Context: an optimization exercise on an open-source flow, tuned for small area and a short achievable clock period. The choices shown serve that exercise and are no tape-out recipe. In this exercise RTL edits were held to simulation tests only and were not proved equivalent to the original. Power is estimated from default activity; no workload was simulated.

===== config.mk =====
export PLATFORM = sky130hd
export DESIGN_NAME = cic_decim
export DESIGN_NICKNAME = cic_decim
export VERILOG_FILES = /design/flow/design.v
export SDC_FILE = /design/flow/constraint.sdc
export NUM_CORES = 4
export LEC_CHECK = 0
export CAP_MARGIN = 20
export CORE_MARGIN = 2
export CORE_UTILIZATION = 25
export PLACE_DENSITY = 0.4
export SLEW_MARGIN = 20

===== constraint.sdc =====
create_clock -name core_clock -period 25.0 [get_ports {clk}]
set_input_delay 5.0000 -clock core_clock [delete_from_list [all_inputs] [get_ports {clk}]]
set_output_delay 5.0000 -clock core_clock [all_outputs]
set_load 0.01 [all_outputs]

===== design.v =====
module cic_rca #(parameter N = 12) (
    input  wire [N-1:0] a,
    input  wire [N-1:0] b,
    input  wire         ci,
    output wire [N-1:0] s,
    output wire         co
);
    wire [N:0] c;
    assign c[0] = ci;
    genvar k;
    generate
        for (k = 0; k < N; k = k + 1) begin : bitk
            assign s[k]   = a[k] ^ b[k] ^ c[k];
            assign c[k+1] = (a[k] & b[k]) | (c[k] & (a[k] ^ b[k]));
        end
    endgenerate
    assign co = c[N];
endmodule
module cic_decim (
    input  wire        clk,
    input  wire        rst,           
    input  wire        start,         
    input  wire [2:0]  cfg_order,     
    input  wire [20:0] cfg_ratio,     
    input  wire [2:0]  cfg_widest,    
    output wire        ready,
    input  wire        in_valid,
    input  wire [17:0] in_code,       
    input  wire [2:0]  in_tag,        
    output reg         out_valid,
    output reg  [31:0] out_word,
    output reg  [2:0]  out_tag
);
    localparam W  = 106;    
    localparam L  = 12;     
    localparam K  = 9;      
    localparam LW = W - L * (K - 1);    
    reg  [2:0]  nreg;
    reg  [20:0] rreg;
    reg  [2:0]  wreg;
    reg  [1:0]  state;             
    reg  [4:0]  pc;                
    wire        running = state[1];
    wire        clr     = ~running;
    assign ready = running;
    wire byp = (nreg == 3'd0) || (rreg == 21'd1);
    wire r2  = (rreg == 21'd2);
    wire [2:0] n1 = nreg - 3'd1;
    reg  [2:0] tb_B, tb_o;
    always @* begin
        tb_B = n1;
        tb_o = n1;
        if (rreg == 21'd2) begin
            tb_B = n1 - {1'b0, n1[2:1]};
            tb_o = {2'b00, n1[0]};
        end else if (rreg == 21'd3) begin
            if (n1 >= 3'd3) begin tb_B = n1 - 3'd1; tb_o = n1 - 3'd3; end
        end else if (rreg == 21'd4) begin
            if (n1 >= 3'd4) begin tb_B = n1 - 3'd1; tb_o = n1 - 3'd4; end
        end
    end
    reg  [19:0] rr0, rr1, rr2, rr3, rr4;     
    reg  [2:0]  sc;                          
    reg         qprev;
    reg         dfirst;                      
    reg         seen;                        
    reg  [5:0]  cnt;                         
    reg         kdone;
    reg  [32:0] kreg;                        
    reg  [3:0]  smod;                        
    reg  [3:0]  sdiv;                        
    wire        dv_a   = (sc == 3'd0) ? dfirst : qprev;
    wire [20:0] dv_t   = {rr0, dv_a};
    wire [21:0] dv_d   = {1'b0, dv_t} - {1'b0, rreg};
    wire        dv_ge  = ~dv_d[21];
    wire [19:0] dv_new = dv_ge ? dv_d[19:0] : dv_t[19:0];
    wire        dv_act = (state == 2'd1) && (pc >= 5'd5) && !kdone;
    wire        dv_out = dv_act && (sc == n1);
    always @(posedge clk) begin
        rr0 <= rr1; rr1 <= rr2; rr2 <= rr3; rr3 <= rr4;
        rr4 <= (pc < 5'd5) ? 20'd0 : dv_new;
        qprev <= dv_ge;
        sc <= (sc == 3'd4 || start) ? 3'd0 : sc + 3'd1;
        if (start) begin
            dfirst <= 1'b1;
            seen   <= 1'b0;
            cnt    <= 6'd0;
            smod   <= 4'd1;
            sdiv   <= 4'd2;
        end else begin
            if (dv_act && sc == 3'd0)
                dfirst <= 1'b0;
            if (dv_out) begin
                if (seen || dv_ge) begin
                    seen <= 1'b1;
                    kreg <= {kreg[31:0], dv_ge};
                    cnt  <= cnt + 6'd1;
                end else begin
                    if (smod == 4'd11) begin
                        smod <= 4'd0;
                        sdiv <= sdiv + 4'd1;
                    end else begin
                        smod <= smod + 4'd1;
                    end
                end
            end
        end
    end
    always @(posedge clk) begin
        if (rst) begin
            state <= 2'd0;
        end else if (start) begin
            nreg  <= cfg_order;
            rreg  <= cfg_ratio;
            wreg  <= cfg_widest;
            state <= 2'd1;
            pc    <= 5'd0;
            kdone <= 1'b0;
        end else if (state == 2'd1) begin
            if (pc != 5'd31) pc <= pc + 5'd1;
            if (byp || (dv_out && cnt == 6'd32)) kdone <= 1'b1;
            if (kdone && pc == 5'd31) state <= 2'd2;
        end
    end
    wire [3:0] qd = sdiv + 4'd1;            
    wire [3:0] qs = r2 ? 4'd2 : qd;         
    reg  [17:0] xcode;
    reg  [2:0]  xtag;
    reg         xv;
    always @(posedge clk) begin
        xcode <= in_code;
        xtag  <= in_tag;
        xv    <= in_valid && running && !start;
    end
    wire [2:0]  rng = (xtag == 3'd7) ? wreg : xtag;
    wire [25:0] v   = {{8{xcode[17]}}, xcode} << {(3'd4 - rng), 1'b0};
    reg  [20:0] ph1;           
    reg         any_c, late_c;
    reg  [3:1]  ha;
    reg  [4:1]  hl;
    wire        dec     = (ph1 == rreg);
    wire        t7      = (xtag == 3'd7);
    wire        late_ok = (|ph1[20:3]) || (ph1[2:0] > tb_o);
    wire        any_n   = any_c | t7;
    wire        late_n  = late_c | (t7 & late_ok);
    reg         t7_out;
    always @* begin
        case (tb_B)
            3'd0: t7_out = late_n;
            3'd1: t7_out = any_n | hl[1];
            3'd2: t7_out = any_n | ha[1] | hl[2];
            3'd3: t7_out = any_n | ha[1] | ha[2] | hl[3];
            default: t7_out = any_n | ha[1] | ha[2] | ha[3] | hl[4];
        endcase
    end
    wire [2:0] tag_dec = t7_out ? 3'd7 : xtag;
    always @(posedge clk) begin
        if (start) begin
            ph1    <= 21'd1;
            any_c  <= 1'b0;
            late_c <= 1'b0;
            ha     <= 3'd0;
            hl     <= 4'd0;
        end else if (xv) begin
            if (dec) begin
                ph1    <= 21'd1;
                any_c  <= 1'b0;
                late_c <= 1'b0;
                ha     <= {ha[2:1], any_n};
                hl     <= {hl[3:1], late_n};
            end else begin
                ph1    <= ph1 + 21'd1;
                any_c  <= any_n;
                late_c <= late_n;
            end
        end
    end
    reg [12:1] vl;
    reg [16:1] dl;
    wire       vl0 = xv & ~clr;
    wire       dl0 = xv & dec & ~byp;
    always @(posedge clk) begin
        vl <= {vl[11:1], vl0};
        dl <= {dl[15:1], dl0};
    end
    wire [12:0] vla = {vl, vl0} & {13{~clr}};
    wire [16:0] dla = {dl, dl0};
    wire [25:0] vg = v & {26{vl0}};
    reg  [11:0] vd1;           
    reg  [1:0]  vd2a, vd2b;    
    reg  [8:1]  sgn;           
    always @(posedge clk) begin
        vd1  <= vg[23:12];
        vd2a <= vg[25:24];
        vd2b <= vd2a;
        sgn  <= {sgn[7:1], vg[25]};
    end
    wire [W-1:0] vin;
    assign vin[11:0]  = vg[11:0];
    assign vin[23:12] = vd1;
    assign vin[35:24] = {{10{sgn[2]}}, vd2b};
    genvar gi, gj;
    generate
        for (gj = 3; gj < K; gj = gj + 1) begin : vsext
            localparam CW = (gj == K - 1) ? LW : L;
            assign vin[gj*L +: CW] = {CW{sgn[gj]}};
        end
    endgenerate
    wire [5*W-1:0] IQ;         
    reg  [5*K-1:0] ICY;        
    generate
        for (gi = 0; gi < 5; gi = gi + 1) begin : ist
            wire isint  = (nreg > gi);                  
            wire islast = (n1 == gi);                   
            for (gj = 0; gj < K; gj = gj + 1) begin : ich
                localparam CW = (gj == K - 1) ? LW : L;
                reg  [CW-1:0] r;
                wire          cin;
                wire [CW-1:0] sum;
                wire          cout;
                wire keep = ~clr & isint & ~(islast & dla[gi+gj+1]);
                wire [CW-1:0] fb = r & {CW{keep}};
                wire [CW-1:0] inp;
                if (gi == 0) begin : s0
                    assign inp = vin[gj*L +: CW];
                end else begin : sn
                    assign inp = IQ[(gi-1)*W + gj*L +: CW] & {CW{vla[gi+gj]}};
                end
                if (gj == 0) begin : c0
                    assign cin = 1'b0;
                end else begin : cn
                    assign cin = ICY[gi*K + gj - 1];
                end
                cic_rca #(.N(CW)) add (.a(fb), .b(inp), .ci(cin), .s(sum), .co(cout));
                always @(posedge clk) begin
                    r  <= sum;
                    ICY[gi*K + gj] <= cout;
                end
                assign IQ[gi*W + gj*L +: CW] = r;
            end
        end
    endgenerate
    wire [W-1:0] cres;         
    reg  [5*K-1:0] CCY;        
    generate
        for (gj = 0; gj < K; gj = gj + 1) begin : cch
            localparam CW = (gj == K - 1) ? LW : L;
            wire [CW-1:0] x0 = IQ[4*W + gj*L +: CW];
            wire          dslot = dla[5+gj];
            wire [5*CW-1:0] xs;
            assign xs[CW-1:0] = x0;
            for (gi = 1; gi < 5; gi = gi + 1) begin : cst
                reg  [CW-1:0] p;
                wire          cin;
                wire          cout;
                wire          en = clr | (dslot & (nreg > gi));
                if (gj == 0) begin : c0
                    assign cin = 1'b1;
                end else begin : cn
                    assign cin = CCY[gi*K + gj - 1];
                end
                cic_rca #(.N(CW)) sub (.a(xs[(gi-1)*CW +: CW]), .b(~p), .ci(cin),
                                       .s(xs[gi*CW +: CW]), .co(cout));
                always @(posedge clk) begin
                    CCY[gi*K + gj] <= cout;
                    if (en) p <= xs[(gi-1)*CW +: CW];
                end
            end
            assign cres[gj*L +: CW] = xs[4*CW +: CW];
        end
    endgenerate
    wire [K*L-1:0] cresp = {{(K*L-W){1'b0}}, cres};
    reg  [11:0] csel;
    integer ci;
    always @* begin
        csel = 12'd0;
        for (ci = 0; ci < K; ci = ci + 1)
            if (dla[5+ci] && (ci < qs))
                csel = csel | cresp[ci*L +: L];
    end
    reg  [11:0] craw, crp, crp2;
    reg  [6:0]  c2r;
    always @(posedge clk) begin
        craw <= csel;
        crp  <= craw;
        crp2 <= crp;
        c2r  <= cres[2*L +: 7];
    end
    wire        f_first = dla[6];
    reg         f_last;
    always @* begin
        f_last = 1'b0;
        for (ci = 1; ci <= K; ci = ci + 1)
            if (qd == ci) f_last = dla[5+ci];
    end
    wire [23:0] fwin = {craw, crp & {12{~f_first}}};
    wire [23:0] fsh  = fwin >> smod;
    reg  [12:0] dr;
    always @(posedge clk)
        dr <= {fsh[12] & f_last, fsh[11:0]};
    wire        m_first = dla[7];
    reg  [34:0] acc;
    reg         grd, stk, sa;
    wire [31:0] kh = kreg[32:1];
    wire        kl = kreg[0];
    wire signed [46:0] accx = m_first ? 47'sd0 : {{12{acc[34]}}, acc};
    wire signed [46:0] prod = $signed(dr) * $signed({1'b0, kh});
    wire signed [46:0] addl = kl ? {{34{dr[12]}}, dr} : 47'sd0;
    wire signed [46:0] P    = accx + prod + addl;
    wire        sa_prev = sa & ~m_first;
    always @(posedge clk) begin
        acc <= P[46:12];
        grd <= P[11];
        stk <= sa_prev | (|P[10:0]);
        sa  <= sa_prev | (|P[11:0]);
    end
    reg  [2:0] tf0, tf1, tf2, tf3;
    reg  [1:0] twp, trp;
    reg  [2:0] tq;
    always @* begin
        case (trp)
            2'd0: tq = tf0;
            2'd1: tq = tf1;
            2'd2: tq = tf2;
            default: tq = tf3;
        endcase
    end
    reg         o_last;
    always @* begin
        o_last = 1'b0;
        for (ci = 1; ci <= K; ci = ci + 1)
            if (qd == ci) o_last = dla[7+ci];
    end
    wire        cic_out = r2 ? dla[8] : o_last;
    wire        up  = grd & (stk | acc[0]);
    wire [31:0] ym  = acc[31:0] + {31'd0, up};
    wire [30:0] c31 = {c2r, crp, crp2};
    wire [31:0] yr2 = {1'b0, c31} << (3'd5 - n1);
    always @(posedge clk) begin
        if (start || !running) begin
            twp <= 2'd0;
            trp <= 2'd0;
        end else begin
            if (dl0) begin
                case (twp)
                    2'd0: tf0 <= tag_dec;
                    2'd1: tf1 <= tag_dec;
                    2'd2: tf2 <= tag_dec;
                    default: tf3 <= tag_dec;
                endcase
                twp <= twp + 2'd1;
            end
            if (cic_out && !byp)
                trp <= trp + 2'd1;
        end
        out_valid <= running && !start && !rst && (byp ? xv : cic_out);
        out_word  <= byp ? {v, 6'd0} : (r2 ? yr2 : ym);
        out_tag   <= byp ? xtag : tq;
    end
endmodule

===== run.sh =====
#!/bin/bash
# synth_recipe.tcl (not shown) runs the flow's synth.tcl, then flattens the netlist and writes it again
# the make line also repeats each setting of config.mk as NAME=value (left out here)
make -C /OpenROAD-flow-scripts/flow DESIGN_CONFIG=/design/flow/config.mk WORK_HOME=/design/flow/orfs CLKGATE_MAP_FILE= SYNTH_SCRIPT=/design/flow/synth_recipe.tcl finish

==> run notes <==
## cells in the mapped netlist, types with 31 or more instances
cell type and n:
fa_1 1359, edfxtp_1 502, inv_1 1342, a21o_1 35, nand2b_1 55, and2_1 604
nor2_1 220, o21ai_0 110, xor2_1 74, ha_1 201, nor3_1 38, o211ai_1 39
nand3_1 56, a21oi_1 192, nand2_1 626, and3_1 382, dfxtp_1 960, nor2b_1 54
clkbuf_1 298, xnor2_1 84, a211oi_1 31, mux2i_1 96
## critical path, delay by kind of cell (launching register included)
| family | cells | cell delay (ns) |
|---|---|---|
| adders and majority gates | 14 | 5.97 |
| AOI/OAI and AO/OA | 1 | 0.45 |
| DFF | 1 | 0.32 |
| and+or+nand+nor | 2 | 1.00 |
| buffers and inverters | 5 | 0.97 |
## report_power, final
part           switching, uW  internal (uW)
clock                   1080           1640
sequential               156           2860
combinational           2080           1400
## per-layer routing
layer,vias up,global-route usage [%],part of all wire [%]
li1,24000,-,-
met1,26300,17.1,46
met2,846,21.3,48
met3,306,1.69,3.8
met4,0,3.31,2.5
met5,-,0,0
## state kept, by name, summed over array words and instances, names as in the netlist, 13 cells and up
name,count
rr3,20
rreg,21
out_word,32
ist.ich.r,530
ph1,21
rr0,20
dl,16
rr1,20
cch.cst.p,424
kreg,33
dr,13
cch.cst.cin,32
rr4,20
xcode,18
rr2,20
ist.ich.add.ci,40
acc,35
## cell type report
| cell class | count | area [um2] |
|---|---|---|
| Multi-Input combinational cell | 4536 | 47400 |
| Clock buffer | 260 | 5300 |
| Inverter | 1348 | 5060 |
| Timing Repair Buffer | 155 | 1380 |
| Clock inverter | 67 | 800 |
| Tap cell | 4599 | 5750 |
| Antenna cell | 1 | 2.50 |
| Sequential cell | 1462 | 34300 |
| Fill cell | 36100 | 250000 |
## metrics by stage
step	setup WS [ns]	area, um2	instances	hold WS [ns]
6_report	16.24	100000	12400	0.316
3_3_place_gp	16.21	93800	12100	0.310
4_1_cts	16.15	99900	12400	0.321
5_1_grt	15.84	100000	12400	0.323
3_5_place_dp	16.14	93800	12100	0.312
2_1_floorplan	17.40	87900	7666	0.310
## cell families after synthesis
group | after synthesis | share of synthesized area, %
XOR/XNOR | 158 | 1.58
flip-flops | 1462 | 39.0
AND/OR/NAND/NOR | 2136 | 12.8
adder cells (fa/ha/maj) | 1560 | 33.8
buffers and inverters | 1668 | 7.15
AO/OA/AOI/OAI | 558 | 4.02
multiplexers | 124 | 1.59
## worst max-delay path by stage
stage | end | cells after the start
final | ist[4].ich[2].r[11]$_DFF_P_ | 22
after global placement | ist[4].ich[2].r[11]$_DFF_P_ | 22
after detailed placement | ist[4].ich[2].r[11]$_DFF_P_ | 22
after global routing | ist[4].ich[2].r[11]$_DFF_P_ | 22
after floorplan | ist[4].ich[2].r[11]$_DFF_P_ | 25
after CTS | ist[4].ich[2].r[11]$_DFF_P_ | 22
==> results.yml <==
floorplan:
  dieWidth_um: 597
  num_rows: 217
  die-area_um2: 356000
  design.core.area_um2: 350000
  start_util_pct: 25.1
  die_y_um: 597
  io_pins: 89
global_route:
  grt_usage_pct: 12.7
  antenna_found_initial: 7
  grt_max_degree: 86
  overflow: 0
  grt_pass1_wl_mm: 351
  grt_pass1_vias: 57500
clock_tree:
  h-tree-depth: 4
  clk_pin_slew_ns: 0.06
  cts-hold-fix-buffers: 0
  clock_latency_ns: 0.87
  cts_setup_buffers: 0
  clockRootBuffer: "clkbuf_16"
  numCtsBuffers: 182
  clock-sinks: 1462
  clockBufferDepth: 4
  post_cts_resized: 0
  cts_tree: "built"
timing:
  period_minus_slack_ns: 8.76
  setup_viol: 0
  grt_setup_unrepaired: "no"
  skew_ns: 0.0795
  fmax_ghz: 0.114
  report.final.slew_viol_count: 0
  slew_headroom_pct: 25.2
  hold_viol: 0
  worst_pin_slew_ns: 1.11
  period_share_pct: 35.1
  final.setup.tns_ns: 0
route:
  num_vias: 51500
  drc: 0
  final_antenna_net_count: 0
  first_pass_iters: 10
  vias_per_cell: 4.14
  wirelength_mm: 219
  wl_per_cell_um: 17.6
  drtIter0Drc: 2791
critical_path:
  rr_worst_depth: 22
  end_kind: "flop"
  path_class: "reg -> reg"
  reg2reg_slack_ns: 16.24
  critical-path-slowest-cell: "and2_1"
  startpoint_type: "flop"
  critPathMaxFanout: 47
  r2r_end: "ist[4].ich[2].r[11]$_DFF_P_"
  critical_path.startpoint: "nreg[0]$_DFFE_PP_"
  r2r_start: "nreg[0]$_DFFE_PP_"
  slowest_delay_ns: 0.81
  path_cells: "buf_4, inv_1, ha_1, ha_2, and2_1, a21oi_1, nand2_1, fa_1, inv_1, fa_1, fa_1, fa_1, fa_1, fa_1, fa_1, fa_1, fa_1, fa_1, fa_1, inv_1, fa_1, inv_1"
  arrival_ns: 9.56
  crit_path_frequent_cell: "fa_1"
  cp_data_required_time_ns: 25.80
synth:
  syn_area_per_cell_um2: 11.5
  synth_warnings: 1
  ys_types: 77
  synth-edff-count: 502
  synth_nets: 9278
  syn_area_um2: 87900
  yosys.area.top_type: "fa_1"
  synth_cells: 7666
  synth-async-reset-ratio_pct: 0
  ys_seq_area_share_pct: 39.0
  synthDominantCellAreaShare_pct: 31.0
  synth_ff_type: "dfxtp_1"
  synth.ff_latch_count: 1462
  synthTopCellsByArea: "fa_1 (31%), dfxtp_1 (22%), edfxtp_1 (17%)"
power:
  powerDensity_nw_per_um2: 92.2
  p_total_uw: 9210
  power_leakage_uw: 0.0443
  ir_drop_uv: 104
place:
  hpwl_mm: 169
  place.gp.congestion: 0.870
  port_buffers: 88
min_path:
  hold_path.class: "reg -> reg"
  holdPathEnd: "rr1[13]$_DFF_P_"
  min_from: "rr2[13]$_DFF_P_"
  hold_path_depth: 0
cells_and_area:
  final_common_cell: "fa_1"
  nets: 9297
  synthToLayoutAreaGrowth_pct: 13.8
  drive_above_1_share_pct: 5.38
  utilization_pct: 28.6
  mostFrequentLayoutCells: "fa_1 (1359), inv_1 (1342), dfxtp_1 (950), nand2_1 (625), and2_1 (604)"
flow_run:
  maxCapViolCount: 0
status:
  status: "timing/DRC/antenna clean"

[afterwards: timing with drivers on the ports]
The results above use ideal ports. As a check the final layout listed here was re-extracted and re-timed, cells and wires unchanged.
Step 1 sets driving cells, clkbuf_16 on the clock port and buf_2 on the other inputs (assumed; they add their load-dependent delay and slew).
Step 2 adds t to the input delays and takes it off the output delays; t is the mean of the earliest and latest rising clock arrival at the registers after step 1. Input paths then give back, and output paths get back, about the clock's delay inside the block.
Slacks: ideal / step 1 / step 2; pairs: ideal / step 1.
t (ns): 0.931
slack for setup (ns): 16.237 / 16.237 / 16.237
hold slack, ns: 0.316 / 0.316 / 0.316
worst setup path at the end: register to register
slew at the worst register clock pin (ns): 0.07 / 0.07
After both steps this run still meets setup and hold. For this run, drivers alone change the setup slack by 0.000 ns; drivers and shift together by 0.000 ns.
